Source: an optimization exercise on an open RTL-to-GDS flow (aim: small area, a short achievable clock period and few clock cycles per item). Production flows keep margins and buffers that such runs may drop.
At most, simulation tests tie the RTL to the original design; equivalence was not proved.

Design aes_enc_core, start of the top module:
module aes_enc_core (
    input  wire         clk,
    input  wire         rst,         
    input  wire         key_load,    
    input  wire [1:0]   key_len,     
    input  wire [255:0] key,         
    input  wire         in_valid,
    output reg          in_ready,
    input  wire [127:0] in_data,
    output reg          out_valid,
    output wire [127:0] out_data
);
clock: 10.0 ns
lec_check: 0
cap_margin: 20
core_margin: 2
core_utilization: 50
slew_margin: 20
standard.sh (not shown) runs the stock make flow with config.mk's settings and CLKGATE_MAP_FILE= SYNTH_SCRIPT=/design/flow/synth_recipe.tcl, a recipe that flattens the netlist after the stock synthesis.
==> flow/flow/run.sh <==
#!/bin/bash
# Own layout flow: the standard flow (standard.sh, with its synthesis
# script and steps) with these settings changed:
#  - synthesis maps the logic with the ABC script in flow/abc.script (an
#    area-oriented mapping) instead of ORFS's speed script;
#  - the make variables listed in flow/make_vars.txt (one VAR=value per
#    line) are added to both make runs: among them SETUP_SLACK_MARGIN, so
#    that the timing repair steps aim for extra setup slack and the layout is
#    sized for a short period, although the clock stays at the design's.
# Each tool's output goes to a log file of its own in this folder.
set -uo pipefail
W=$PWD
SD=$W/scripts_own
rm -rf "$SD"; mkdir -p "$SD"
for f in "$FLOW_HOME"/scripts/*; do ln -s "$f" "$SD/"; done
rm -f "$SD/abc_area.script"; cp "$W/flow/abc.script" "$SD/abc_area.script"
VARS=()
if [[ -f "$W/flow/make_vars.txt" ]]; then
  while IFS= read -r line; do
    [[ -z "$line" || "$line" == \#* ]] && continue
    VARS+=("$line")
  done < "$W/flow/make_vars.txt"
fi
bash standard.sh SCRIPTS_DIR="$SD" ABC_AREA=1 "${VARS[@]}" synth > "$W/synth.log" 2>&1 || { tail -30 "$W/synth.log"; exit 1; }
bash standard.sh "${VARS[@]}" finish > "$W/layout.log" 2>&1 || { tail -30 "$W/layout.log"; exit 1; }
==> flow/flow/abc.script <==
&get -n
&st
&dch
&nf -a -R 1000
&put
==> flow/flow/make_vars.txt <==
SETUP_SLACK_MARGIN=6.7
BUFFER_PORTS_ARGS=-buffer_cell sky130_fd_sc_hd__buf_2
Rerun with:
==> flow/flow/make_vars.txt (replaced) <==
SETUP_SLACK_MARGIN=6.5
BUFFER_PORTS_ARGS=-buffer_cell sky130_fd_sc_hd__buf_2
- CORE_UTILIZATION: 50 -> 58
Effect: Final area shrinks by 6.3%. Setup slack is worse by 0.14 ns. Worst hold slack is better by 0.017 ns. Cell count shrinks by 3.9%. Register-to-register slack is worse by 0.24 ns. Die area shrinks by 14%.
Rerun with:
- CORE_UTILIZATION: 58 -> 50
What happened: Final cell count went up by 2.8%. Utilization went down by 8.5 points. Flip-flop and latch count is unchanged. Worst setup slack is better by 0.069 ns.
No functional check of the RTL was part of any run of this note.

aes_enc_core, a different RTL version from the one above (not shown whole).
For scale: roughly 9,100 cells after synthesis, ~1,100 flip-flops, ~520 I/O pins.
// aes_enc_core
module aes_enc_core (
    input  wire         clk,
    input  wire         rst,         
    input  wire         key_load,    
    input  wire [1:0]   key_len,     
    input  wire [255:0] key,         
    input  wire         in_valid,
    output reg          in_ready,
    input  wire [127:0] in_data,
    output reg          out_valid,
    output wire [127:0] out_data
);
    reg         l128, l192, l256;    
    reg  [3:0]  nr;                  
    reg  [2:0]  kp;                  
    reg         krdy;                
    reg         vS, xS;              
    reg  [3:0]  rS;                  
    reg         vM, xM;              
    reg  [3:0]  rM;                  
    reg         yslot;               
    wire        lastM = (rM == nr);
    wire        contM = vM && !lastM;                
    wire        accept = in_valid && in_ready;
  ...
export LEC_CHECK = 0
export CAP_MARGIN = 20
export CORE_MARGIN = 2
export CORE_UTILIZATION = 40
export SLEW_MARGIN = 20
create_clock -name core_clock -period 10.0 [get_ports {clk}]
==> flow/flow/run.sh <==
#!/bin/bash
# Own layout flow: the standard flow (standard.sh, unchanged synthesis
# script and steps) with two settings changed:
#  - synthesis maps the logic with the ABC script in flow/abc.script (an
#    area-oriented mapping) instead of ORFS's speed script;
#  - the timing repair steps (floorplan, CTS, global route) aim for the extra
#    setup slack given in flow/margin.txt, so that the layout is sized for a
#    short period although the clock stays at the design's period.
# Each tool's output goes to a log file of its own in this folder.
set -uo pipefail
W=$PWD
SD=$W/scripts_own
rm -rf "$SD"; mkdir -p "$SD"
for f in "$FLOW_HOME"/scripts/*; do ln -s "$f" "$SD/"; done
if [[ -f "$W/flow/abc.script" ]]; then
  rm -f "$SD/abc_area.script"; cp "$W/flow/abc.script" "$SD/abc_area.script"
  ABC="ABC_AREA=1"
else
  ABC="ABC_AREA=0"
fi
MARGIN=$(cat "$W/flow/margin.txt")
bash standard.sh SCRIPTS_DIR="$SD" $ABC synth > "$W/synth.log" 2>&1 || { tail -30 "$W/synth.log"; exit 1; }
bash standard.sh SETUP_SLACK_MARGIN="$MARGIN" finish > "$W/layout.log" 2>&1 || { tail -30 "$W/layout.log"; exit 1; }
==> flow/flow/abc.script <==
strash
dch
map -a
==> flow/flow/margin.txt <==
6.5
Testbench counts at the start, summed over its fixed seeds: cycles 22,188, items 1,687.
Next try:
==> flow/run.sh (new file) <==
#!/bin/bash
# synth_recipe.tcl (not shown) runs the flow's synth.tcl, then flattens the netlist and writes it again
# the make line also repeats each setting of config.mk as NAME=value (left out here)
make -C /OpenROAD-flow-scripts/flow DESIGN_CONFIG=/design/flow/config.mk WORK_HOME=/design/flow/orfs CLKGATE_MAP_FILE= SYNTH_SCRIPT=/design/flow/synth_recipe.tcl finish
- ABC_AREA: unset -> 1
removed: flow/flow/run.sh
removed: flow/flow/abc.script
removed: flow/flow/margin.txt
removed: flow/standard.sh
What happened:
- design area decreases by about 12%
- global-route usage decreases by 0.29 points
- area after synthesis increases by 9.8%
- maximum frequency decreases by about 15%
- wire length increases by 5.3%
- hold slack is better by 0.0059 ns
- non-clock buffer count decreases by 959
Next try:
==> flow/flow/run.sh (new file) <==
#!/bin/bash
# Own layout flow: the standard flow (standard.sh, unchanged synthesis
# script and steps) with two settings changed:
#  - synthesis maps the logic with the ABC script in flow/abc.script (an
#    area-oriented mapping) instead of ORFS's speed script;
#  - the timing repair steps (floorplan, CTS, global route) aim for the extra
#    setup slack given in flow/margin.txt, so that the layout is sized for a
#    short period although the clock stays at the design's period.
# Each tool's output goes to a log file of its own in this folder.
set -uo pipefail
W=$PWD
SD=$W/scripts_own
rm -rf "$SD"; mkdir -p "$SD"
for f in "$FLOW_HOME"/scripts/*; do ln -s "$f" "$SD/"; done
if [[ -f "$W/flow/abc.script" ]]; then
  rm -f "$SD/abc_area.script"; cp "$W/flow/abc.script" "$SD/abc_area.script"
  ABC="ABC_AREA=1"
else
  ABC="ABC_AREA=0"
fi
MARGIN=$(cat "$W/flow/margin.txt")
bash standard.sh SCRIPTS_DIR="$SD" $ABC synth > "$W/synth.log" 2>&1 || { tail -30 "$W/synth.log"; exit 1; }
bash standard.sh SETUP_SLACK_MARGIN="$MARGIN" finish > "$W/layout.log" 2>&1 || { tail -30 "$W/layout.log"; exit 1; }
==> flow/flow/margin.txt (new file) <==
6.5
==> flow/standard.sh (new file) <==
#!/bin/bash
# synth_recipe.tcl (not shown) runs the flow's synth.tcl, then flattens the netlist and writes it again
# the make line also repeats each setting of config.mk as NAME=value (left out here)
make -C /OpenROAD-flow-scripts/flow DESIGN_CONFIG=/design/flow/config.mk WORK_HOME=/design/flow/orfs CLKGATE_MAP_FILE= SYNTH_SCRIPT=/design/flow/synth_recipe.tcl "${@:-finish}"
- ABC_AREA: 1 -> unset
removed: flow/run.sh
=> Die area went up by about 3.5%. Design area increases by about 24%. Sequential share of layout area falls by 5.3 points. Sequential cell count is unchanged. Utilization is higher by 9.0 points. Wire length rose by about 4%. Clock-buffer cell count goes down by 20.
Next try:
==> flow/run.sh (new file) <==
#!/bin/bash
# synth_recipe.tcl (not shown) runs the flow's synth.tcl, then flattens the netlist and writes it again
# the make line also repeats each setting of config.mk as NAME=value (left out here)
make -C /OpenROAD-flow-scripts/flow DESIGN_CONFIG=/design/flow/config.mk WORK_HOME=/design/flow/orfs CLKGATE_MAP_FILE= SYNTH_SCRIPT=/design/flow/synth_recipe.tcl finish
removed: flow/flow/run.sh
removed: flow/flow/margin.txt
removed: flow/standard.sh
Result: The new run completed without violations. Via count shrinks by about 7%. Final cell count shrinks by about 6.5%. Register-to-register slack gets worse by 1.6 ns. Wire length shrinks by about 8%. Area after synthesis is unchanged. Setup slack gets worse by 1.6 ns. Cell area shrinks by 17%. First-iteration DRC count grows by 0.56%.

aes_enc_core, a different RTL version from the one above (not shown whole).
Size in the first run: roughly 11,000 cells after synthesis, roughly 1,600 flip-flops, about 0.099 sq mm of cells after synthesis.
==> flow/config.mk <==
export PLATFORM = sky130hd
export DESIGN_NAME = aes_enc_core
export DESIGN_NICKNAME = aes_enc_core
export VERILOG_FILES = /design/flow/design.v
export SDC_FILE = /design/flow/constraint.sdc
export NUM_CORES = 8
export LEC_CHECK = 0
export CAP_MARGIN = 20
export CORE_MARGIN = 2
export CORE_UTILIZATION = 50
export CTS_CLUSTER_DIAMETER = 100
export CTS_CLUSTER_SIZE = 20
export SLEW_MARGIN = 20
export SYNTH_HIERARCHICAL = 1
==> flow/constraint.sdc <==
create_clock -name core_clock -period 10.0 [get_ports {clk}]
set_input_delay 2.0000 -clock core_clock [delete_from_list [all_inputs] [get_ports {clk}]]
set_output_delay 2.0000 -clock core_clock [all_outputs]
set_load 0.01 [all_outputs]
==> flow/flow/run.sh <==
#!/bin/bash
# Own layout flow: the standard flow (standard.sh, with its synthesis
# script and steps) with these settings changed:
#  - synthesis maps the logic with the ABC script in flow/abc.script (an
#    area-oriented mapping) instead of ORFS's speed script;
#  - the make variables listed in flow/make_vars.txt (one VAR=value per
#    line) are added to both make runs: among them SETUP_SLACK_MARGIN, so
#    that the timing repair steps aim for extra setup slack and the layout is
#    sized for a short period, although the clock stays at the design's.
# Each tool's output goes to a log file of its own in this folder.
set -uo pipefail
W=$PWD
SD=$W/scripts_own
rm -rf "$SD"; mkdir -p "$SD"
for f in "$FLOW_HOME"/scripts/*; do ln -s "$f" "$SD/"; done
rm -f "$SD/abc_area.script"; cp "$W/flow/abc.script" "$SD/abc_area.script"
VARS=()
if [[ -f "$W/flow/make_vars.txt" ]]; then
  while IFS= read -r line; do
    [[ -z "$line" || "$line" == \#* ]] && continue
    VARS+=("$line")
  done < "$W/flow/make_vars.txt"
fi
bash standard.sh SCRIPTS_DIR="$SD" ABC_AREA=1 "${VARS[@]}" synth > "$W/synth.log" 2>&1 || { tail -30 "$W/synth.log"; exit 1; }
bash standard.sh "${VARS[@]}" finish > "$W/layout.log" 2>&1 || { tail -30 "$W/layout.log"; exit 1; }
==> flow/flow/abc.script <==
&get -n
&st
&dch
&nf -a -R 1000
&put
==> flow/flow/make_vars.txt <==
SETUP_SLACK_MARGIN=6.8
BUFFER_PORTS_ARGS=-buffer_cell sky130_fd_sc_hd__buf_2
The baseline finished clean.
Testbench counts at the start, summed over its fixed seeds: cycles 12,694, items 1,687.
==> next run, changes <==
--- a/flow/flow/run.sh
+++ b/flow/flow/run.sh
@@ -9 +9,3 @@
-#    sized for a short period, although the clock stays at the design's.
+#    sized for a short period, although the clock stays at the design's;
+#  - before global placement, flow/pre_place.tcl sets a fanout limit, so that
+#    the repair steps build buffer trees for nets with many loads.
@@ -25 +27 @@
-bash standard.sh "${VARS[@]}" finish > "$W/layout.log" 2>&1 || { tail -30 "$W/layout.log"; exit 1; }
+bash standard.sh "${VARS[@]}" PRE_GLOBAL_PLACE_TCL="$W/flow/pre_place.tcl" finish > "$W/layout.log" 2>&1 || { tail -30 "$W/layout.log"; exit 1; }
==> flow/flow/pre_place.tcl (new file) <==
set_max_fanout 24 [current_design]
SYNTH_HIERARCHICAL = unset   (was 1)
Result: Final cell count is about the same; synthesized area falls by 5.3%; critical path depth went down by 4; via count went up by 1.1%; count of clock-buffer cells in the layout falls by 8.
==> next run, changes <==
--- a/flow/flow/run.sh
+++ b/flow/flow/run.sh
@@ -9,3 +9 @@
-#    sized for a short period, although the clock stays at the design's;
-#  - before global placement, flow/pre_place.tcl sets a fanout limit, so that
-#    the repair steps build buffer trees for nets with many loads.
+#    sized for a short period, although the clock stays at the design's.
@@ -27 +25 @@
-bash standard.sh "${VARS[@]}" PRE_GLOBAL_PLACE_TCL="$W/flow/pre_place.tcl" finish > "$W/layout.log" 2>&1 || { tail -30 "$W/layout.log"; exit 1; }
+bash standard.sh "${VARS[@]}" finish > "$W/layout.log" 2>&1 || { tail -30 "$W/layout.log"; exit 1; }
PLACE_DENSITY = 0.7   (was unset)
removed: flow/flow/pre_place.tcl
Outcome:
- routed wire length shrinks by 0.51%
- core utilization grows by 0.15 points
- setup slack gains 0.039 ns
- die area does not change
- global-route usage shrinks by 0.68 points
- sequential share of layout area is about the same
- synthesized cell count stays the same
==> next run, changes <==
PLACE_DENSITY = 0.5   (was 0.7)
Setup slack gets better by 0.0097 ns.
Cell area falls by 1.3%.
Maximum frequency stays flat.
Wire length goes up by 2.6%.
Flip-flop and latch count is unchanged.

what the ideal ports hide:
The flow's constraints put no driver on any port. The routed layouts listed below were extracted and timed again, unchanged, in two steps. Step 1 (the two cells are an assumption about what drives the block):
set clk [get_ports {clk}]
set_driving_cell -lib_cell sky130_fd_sc_hd__clkbuf_16 $clk
set_driving_cell -lib_cell sky130_fd_sc_hd__buf_2 [delete_from_list [all_inputs] $clk]
Step 2 moves the port delays by t, midway between the first and last clock arrival at a register: inputs arrive t later, outputs are due t later. That takes back most of the time a late clock gives input paths. Slacks: ideal / step 1 / step 2; pairs: ideal / step 1.
run | t (ns) | slack for setup (ns) | latest minus earliest clock arrival (ns) | pins driven straight from the clock port
the first run of note 1 | 0.943 | 6.558 / 6.470 / 5.819 | 0.051 / 0.051 | 1
the second run of note 1 | 0.930 | 6.422 / 6.418 / 5.628 | 0.041 / 0.041 | 1
the third run of note 1 | 0.943 | 6.491 / 6.437 / 5.675 | 0.043 / 0.044 | 1
the first run of note 2 | 0.905 | 5.282 / 5.282 / 5.282 | 0.050 / 0.050 | 1
the second run of note 2 | 0.917 | 4.420 / 4.420 / 4.305 | 0.051 / 0.051 | 1
the third run of note 2 | 0.904 | 5.549 / 5.549 / 5.549 | 0.052 / 0.052 | 1
the fourth run of note 2 | 0.889 | 3.989 / 3.989 / 3.989 | 0.051 / 0.051 | 1
the first run of note 3 | 0.889 | 6.655 / 6.560 / 5.891 | 0.041 / 0.041 | 1
the second run of note 3 | 0.872 | 6.640 / 6.640 / 6.022 | 0.033 / 0.032 | 1
the third run of note 3 | 0.879 | 6.679 / 6.585 / 5.990 | 0.048 / 0.047 | 1
the fourth run of note 3 | 0.885 | 6.689 / 6.594 / 5.925 | 0.035 / 0.035 | 1
After both steps setup and hold are still met in every run listed. For the third run of note 1, which loses most, drivers alone change the setup slack by -0.054 ns; drivers and shift together by -0.816 ns.
